Source: an optimization exercise on an open RTL-to-GDS flow (aim: small area, a short achievable clock period and few clock cycles per item). Production flows keep margins and buffers that such runs may drop.
RTL that was checked went through simulation tests only; none was proved equivalent to the original.
Power is estimated from default activity; no workload was simulated.

==> flow/design.v (excerpt) <==
module mbcq_enc #(
    parameter integer N  = 33,      
    parameter integer HQ = 2        
) (
    input  wire        clk,
    input  wire        rst,         
    input  wire        in_valid,
    output wire        in_ready,
    input  wire        in_last,     
    input  wire [1:0]  in_fmt,      
    input  wire [1:0]  in_k,        
    input  wire [31:0] in_elem,     
    output wire        out_valid,
    input  wire        out_ready,
    output wire        out_hdr,     
    output wire        out_last,    
    output wire [15:0] out_data
);
    localparam integer PW = (N > 32) ? 6 : 5;       
    localparam integer QW = (HQ > 2) ? 2 : 1;       
    function automatic [4:0] lzc23;      
        input [22:0] v;
        integer i;
        begin
            lzc23 = 5'd23;
            for (i = 0; i < 23; i = i + 1)
                if (v[i]) lzc23 = 5'd23 - i[4:0];
        end
    endfunction
    wire        i_f16  = (in_fmt == 2'd2);
    wire        i_b16  = (in_fmt == 2'd1);
    wire        i_s    = (i_f16 || i_b16) ? in_elem[15] : in_elem[31];
    wire [7:0]  i_ex   = i_f16 ? {3'b000, in_elem[14:10]} : i_b16 ? in_elem[14:7] : in_elem[30:23];
    wire [22:0] i_man  = i_f16 ? {in_elem[9:0], 13'h0} : i_b16 ? {in_elem[6:0], 16'h0} : in_elem[22:0];
    wire [4:0]  i_lz   = i_f16 ? lzc23({in_elem[9:0], 13'h0}) :
                         i_b16 ? lzc23({in_elem[6:0], 16'h0}) : lzc23(in_elem[22:0]);
  ...
clock: 16.0 ns
lec_check: 0
cap_margin: 20
core_margin: 2
core_utilization: 70
cts_buf_list: sky130_fd_sc_hd__clkbuf_8
cts_cluster_diameter: 70
cts_cluster_size: 14
place_density: 0.8
slew_margin: 20
standard.sh (not shown) runs the stock make flow with config.mk's settings and CLKGATE_MAP_FILE= SYNTH_SCRIPT=/design/flow/synth_recipe.tcl, a recipe that flattens the netlist after the stock synthesis.
==> flow/flow/run.sh <==
#!/bin/bash
# Own layout flow: the standard ORFS flow (standard.sh), with the ports
# buffered by a plain buffer instead of the delay-cell buffer ORFS picks.
# The make output goes to flow.log in the work folder; ORFS's own per-step
# logs stay under orfs/logs/.
set -euo pipefail
bash standard.sh \
  "BUFFER_PORTS_ARGS=-buffer_cell sky130_fd_sc_hd__buf_2" \
  SETUP_SLACK_MARGIN=11.5 \
  finish > flow.log 2>&1
The baseline finished clean.
Testbench counts at the start, summed over its fixed seeds: cycles 377,501, items 363,761.
Edit:
--- a/flow/design.v
+++ b/flow/design.v
@@ -59,42 +59,40 @@
     wire [8:0]  a_base = a_f16 ? 9'd369 : 9'd257;       
     wire [8:0]  a_ebf  = a_sub ? a_base - {4'b0000, a_lz} : a_base - 9'd1 + {1'b0, a_ex};
     wire [8:0]  a_eb   = a_spec ? 9'h1FF : a_zero ? 9'd0 : a_ebf;
     wire [8:0]  a_ebm  = (a_spec || a_zero) ? 9'd0 : a_ebf;    
     wire [22:0] c_frac = a_sub ? (a_man << a_lz) : a_man;
     wire [25:0] c_word = {a_s, a_eb, c_frac[22:8], |c_frac[7:0]};
     reg [25:0]   mem [0:N-1];
+    reg [PW-1:0] wptr, rptr;
     reg [PW:0]   cnt;             
     reg [4:0]  bcnt;              
     reg [8:0]  e_run;             
     reg        esc_run;
     reg [1:0]  k_run;
     wire [8:0] e_new   = (a_ebm > e_run) ? a_ebm : e_run;
     wire       esc_new = esc_run | a_spec;
     wire [1:0] k_new   = (bcnt == 5'd0) ? a_k : k_run;
     wire       b_end   = a_v && (a_last || bcnt == 5'd31);
-    integer w;
     reg [16:0]   hq [0:HQ-1];
     reg [QW-1:0] hq_wp, hq_rp;
     reg [QW:0]   hq_cnt;
     always @(posedge clk) begin
-        if (a_v) begin
-            mem[0] <= c_word;
-            for (w = 1; w < N; w = w + 1)
-                mem[w] <= mem[w - 1];
-        end
+        if (a_v) mem[wptr] <= c_word;
         if (b_end) hq[hq_wp] <= {esc_new, e_new, k_new, bcnt};
     end
     always @(posedge clk) begin
         if (rst) begin
+            wptr    <= {PW{1'b0}};
             bcnt    <= 5'd0;
             e_run   <= 9'd0;
             esc_run <= 1'b0;
             hq_wp   <= {QW{1'b0}};
         end else if (a_v) begin
+            wptr <= (wptr == N - 1) ? {PW{1'b0}} : wptr + 1'b1;
             if (b_end) begin
                 bcnt    <= 5'd0;
                 e_run   <= 9'd0;
                 esc_run <= 1'b0;
                 hq_wp   <= (hq_wp == HQ - 1) ? {QW{1'b0}} : hq_wp + 1'b1;
             end else begin
                 bcnt    <= bcnt + 5'd1;
@@ -119,24 +117,26 @@
     wire [8:0]  h_emax   = hq_h[15:7];
     wire        h_nz     = (h_emax != 9'd0);
     wire [1:0]  h_k      = hq_h[6:5];
     wire        h_esc    = hq_h[16];
     always @(posedge clk) begin
         if (rst) begin
             rd_act <= 1'b0;
+            rptr   <= {PW{1'b0}};
             hq_rp  <= {QW{1'b0}};
         end else if (iss_hdr) begin
             rd_act  <= 1'b1;
             rd_rem  <= hq_h[4:0];
             rd_eoff <= !h_nz ? 10'h3FF : {1'b0, h_emax} + {9'd0, h_esc} +
                        ((h_k == 2'd0) ? 10'd10 : (h_k == 2'd1) ? 10'd6 : 10'd2);
             rd_k    <= h_k;
             rd_esc  <= h_esc;
             hq_rp   <= (hq_rp == HQ - 1) ? {QW{1'b0}} : hq_rp + 1'b1;
         end else if (iss_code) begin
+            rptr   <= (rptr == N - 1) ? {PW{1'b0}} : rptr + 1'b1;
             rd_rem <= rd_rem - 5'd1;
             if (rd_rem == 5'd0) rd_act <= 1'b0;
         end
     end
     wire [PW:0] cnt_nx = cnt + a_v - iss_code;
     wire [QW:0] hq_nx  = hq_cnt + b_end - iss_hdr;
     always @(posedge clk) begin
@@ -151,15 +151,15 @@
     wire [8:0]  rd_koff = ((rd_k == 2'd0) ? 9'd10 : (rd_k == 2'd1) ? 9'd6 : 9'd2) + {8'd0, rd_esc};
     wire [8:0]  rd_e    = (rd_eoff == 10'h3FF) ? 9'd0 : rd_eoff[8:0] + 9'd129 - rd_koff;
     reg [25:0] rd_word;
     integer m;
     always @(*) begin
         rd_word = 26'd0;
         for (m = 0; m < N; m = m + 1)
-            rd_word = rd_word | (mem[m] & {26{cnt == m + 1}});
+            rd_word = rd_word | (mem[m] & {26{rptr == m}});
     end
     reg        r1_v, r1_hdr, r1_last;
     reg [25:0] r1_w;
     always @(posedge clk) begin
         if (rst) r1_v <= 1'b0;
         else if (adv) r1_v <= iss_hdr || iss_code;
         if (adv_q) begin
Effect: Cell count climbs by about 4%. Power shrinks by about 6%. Clock-buffer cell count is unchanged. Via count came out higher by 6.1%. Die area is higher by 1.1%. Combinational power went down by about 3%. Synthesized area went up by 1.1%. Worst setup slack got worse by 0.045 ns. Global-route usage is higher by 5.2 points. Design area rises by 2.1%.
No functional check of the RTL was part of the second run of this note.

[afterwards: timing with drivers on the ports]
How much do the figures lean on ideal ports? The routed layouts below were timed once more, with nothing changed but the port constraints. Step 1 assumes that a clkbuf_16 drives the clock port and a buf_2 every other input. Step 2 adds t to the input delays and takes it off the output delays; t is the mean of the earliest and latest rising clock arrival at the registers after step 1. Input paths then give back, and output paths get back, about the clock's delay inside the block. Slacks: no drivers / after step 1 / after step 2; pairs: no drivers / after step 1.
run	t (ns)	setup slack, ns	worst slew at a driven data input, ns
the first run	0.778	11.557 / 11.491 / 10.996	0.03
the second run	0.819	11.512 / 11.448 / 10.834	0.04
After both steps every run listed still meets setup and hold. For the second run, which loses most, drivers alone change the setup slack by -0.064 ns; drivers and shift together by -0.678 ns.
